From an optimization exercise on the open Yosys and OpenROAD flow, aimed at small area, a short achievable clock period and few clock cycles per item; shortcuts taken in it are not production practice.
In this exercise RTL edits were held to simulation tests only and were not proved equivalent to the original.
Power figures rest on the tool's default switching activity, not on a simulated workload.

==> flow/design.v (excerpt) <==
module stripe_engine (
    input  wire         clk,
    input  wire         rst,
    input  wire         in_valid,
    output wire         in_ready,
    input  wire [127:0] in_data,
    input  wire [4:0]   in_col,
    input  wire         in_last,
    input  wire [4:0]   in_a,
    input  wire [4:0]   in_b,
    output wire         out_valid,
    input  wire         out_ready,
    output wire [127:0] out_a,
    output wire [127:0] out_b
);
Size: about 4700 cells after synthesis.
==> flow/config.mk <==
export PLATFORM = sky130hd
export DESIGN_NAME = stripe_engine
export DESIGN_NICKNAME = stripe_engine
export VERILOG_FILES = /design/flow/design.v
export SDC_FILE = /design/flow/constraint.sdc
export NUM_CORES = 4
export LEC_CHECK = 0
export ABC_AREA = 1
export CAP_MARGIN = 20
export CORE_MARGIN = 2
export CORE_UTILIZATION = 60
export SLEW_MARGIN = 20
==> flow/constraint.sdc <==
create_clock -name core_clock -period 20.0 [get_ports {clk}]
set_input_delay 4.0000 -clock core_clock [delete_from_list [all_inputs] [get_ports {clk}]]
set_output_delay 4.0000 -clock core_clock [all_outputs]
set_load 0.01 [all_outputs]
standard.sh (not shown) runs the stock make flow with config.mk's settings and CLKGATE_MAP_FILE= SYNTH_SCRIPT=/design/flow/synth_recipe.tcl, a recipe that flattens the netlist after the stock synthesis.
==> flow/flow/run.sh <==
#!/bin/bash
# Standard layout (the standard.sh: standard synthesis, floorplan, place,
# CTS, route, finish) with two changes:
#  - repair_timing keeps a setup margin (flow/margin.txt), so it works on
#    paths well inside the 20 ns period;
#  - the port buffers that buffer_ports inserts are a plain buffer cell
#    (flow/portbuf.txt) rather than the resizer's default pick.
set -euo pipefail
MARGIN=$(cat flow/margin.txt)
PORTBUF=$(cat flow/portbuf.txt)
bash standard.sh SETUP_SLACK_MARGIN="$MARGIN" BUFFER_PORTS_ARGS="-buffer_cell $PORTBUF" finish > flow_make.log 2>&1
==> flow/flow/margin.txt <==
14.8
==> flow/flow/portbuf.txt <==
sky130_fd_sc_hd__buf_4
Testbench counts at the start, summed over its fixed seeds: cycles 26,344, groups 2,400.
Then changed:
==> flow/flow/portbuf.txt (replaced) <==
sky130_fd_sc_hd__buf_2
Outcome:
- worst setup slack is worse by 20 ps
- count of clock-buffer cells in the layout grows by 2
- clock power is about the same
- routed wire length shrinks slightly
- via count is lower slightly
- non-clock buffer count went down by 1
- power went down by a few percent
- final area goes down by a few percent
- synthesized area stays the same
- core utilization came out lower by 1.7 points

---

Setup of run 1:
Starting RTL as in the previous note.
export LEC_CHECK = 0
export ABC_AREA = 1
export CAP_MARGIN = 20
export CORE_MARGIN = 2
export CORE_UTILIZATION = 60
export SLEW_MARGIN = 20
create_clock -name core_clock -period 20.0 [get_ports {clk}]
==> flow/flow/margin.txt <==
15.2
==> flow/flow/portbuf.txt <==
sky130_fd_sc_hd__buf_2
Scripts as last shown in full above: flow/flow/run.sh
Testbench counts of run 1, summed over its fixed seeds: cycles 26,344, groups 2,400.
diff inputs: run 1 => run 2
==> flow/flow/margin.txt <==
14.7
Results
- Area inside the core boundary came out exactly the same in run 2 and run 1.
- Against run 1, count of clock-buffer cells in the layout in run 2 rose by more than 10%.
- Re post-layout utilization of the core: run 2 is 4.6 points down on run 1.
Modified inputs, run 3 compared to run 2
- removing ABC_AREA (formerly 1)
==> flow/flow/margin.txt <==
15.0
### Flow results
Of the two values seen for uppermost metal layer occupied by signal nets, met5 was produced by run 2 and met4 by run 3. Run 3 ends up with a total wirelength of the detailed-routed design that is about 10% higher than in run 2. The lower internal portion of total power came out of run 2. Relative contribution of the clock network to total power, run 2 and run 3, lower one = run 3. Compared to run 2, run 3 has simple-gate share of the synthesized area 4.2 points lower. Synthesized cell count | run 3 above run 2.
The inputs of run 4 differ from those of run 3 as listed below.
- CORE_UTILIZATION now 70, was 60
- ABC_AREA now 1, previously not set
- CTS_CLUSTER_SIZE now 25, previously not set
- CTS_CLUSTER_DIAMETER now 60, previously not set
==> flow/flow/margin.txt <==
14.8
### Flow results
Run 4: post-route minimum period is 0.078 ns higher than what run 3 reported. Going from run 3 to run 4, the instance area at placement was found to have gone down by about 6%. Global-route track usage on met3, run 4 and run 3: larger value in run 4. Arithmetic-cell share of the synthesized area counting full adders, half adders and majority gates essentially unchanged between run 4 and run 3. The register cell area after layout of run 4 falls short of that of run 3 by about 3.4%. Measured against run 3, the area enclosed by the die boundary of run 4 comes out at 0.801 times the reference value. Compared with run 3, combinational logic power in run 4 decreased by more than 10%. After synthesis and placement, the instance count of run 4 is below that of run 3.
## Diff of input files: run 5 against run 4
- ABC_AREA: 1 -> unset
- CORE_UTILIZATION: 70 -> 60
==> flow/flow/margin.txt <==
15.0
==> run notes <==
- In the flow results for run 4 and run 5, the routed via count divided by cell count is larger on run 5.
- Going from run 4 to run 5, the clock skew was found to have gone up by 0.0075 ns.
- Slew at the pin closest to its max-slew limit, run 4 and run 5: lower on run 5
- Max maximum frequency across run 4 and run 5: run 5
- In the flow results for run 4 and run 5, the mean cell area of the mapped netlist is larger on run 5.
- Compared with run 4, placer's final routability congestion estimate in run 5 decreased by a little under 10%.

==> static timing again, ports no longer ideal <==
No port has a modelled driver above. Below, the same layouts with a new extraction and two added sets of constraints.
Step 1: set_driving_cell puts a clkbuf_16 on clk and a buf_2 on each other input, an assumption about the parent block.
Step 2 also shifts input and output timing later by t, the mid clock arrival at the registers, as if the neighbouring blocks saw the same clock.
Slacks: ideal / step 1 / step 2; pairs: ideal / step 1.
run	t (ns)	setup slack, ns	worst setup path after step 2	latest minus earliest clock arrival (ns)	cell pins on the clock port's net
the first run of note 1	0.677	14.810 / 14.742 / 14.399	input to register	0.024 / 0.024	1
the second run of note 1	0.659	14.790 / 14.725 / 14.364	input to register	0.018 / 0.019	1
run 1	0.681	14.883 / 14.815 / 14.663	input to register	0.026 / 0.026	1
run 2	0.679	14.659 / 14.693 / 14.015	input to register	0.027 / 0.027	1
run 3	0.681	14.887 / 14.821 / 14.471	input to register	0.024 / 0.024	1
run 4	0.655	14.809 / 14.746 / 14.353	input to register	0.030 / 0.030	1
run 5	0.661	14.902 / 14.837 / 14.381	input to register	0.036 / 0.036	1
After both steps setup and hold are still met in every run listed. The setup slack of run 2, which loses most, moves by +0.034 ns with the drivers and by -0.644 ns with both steps.
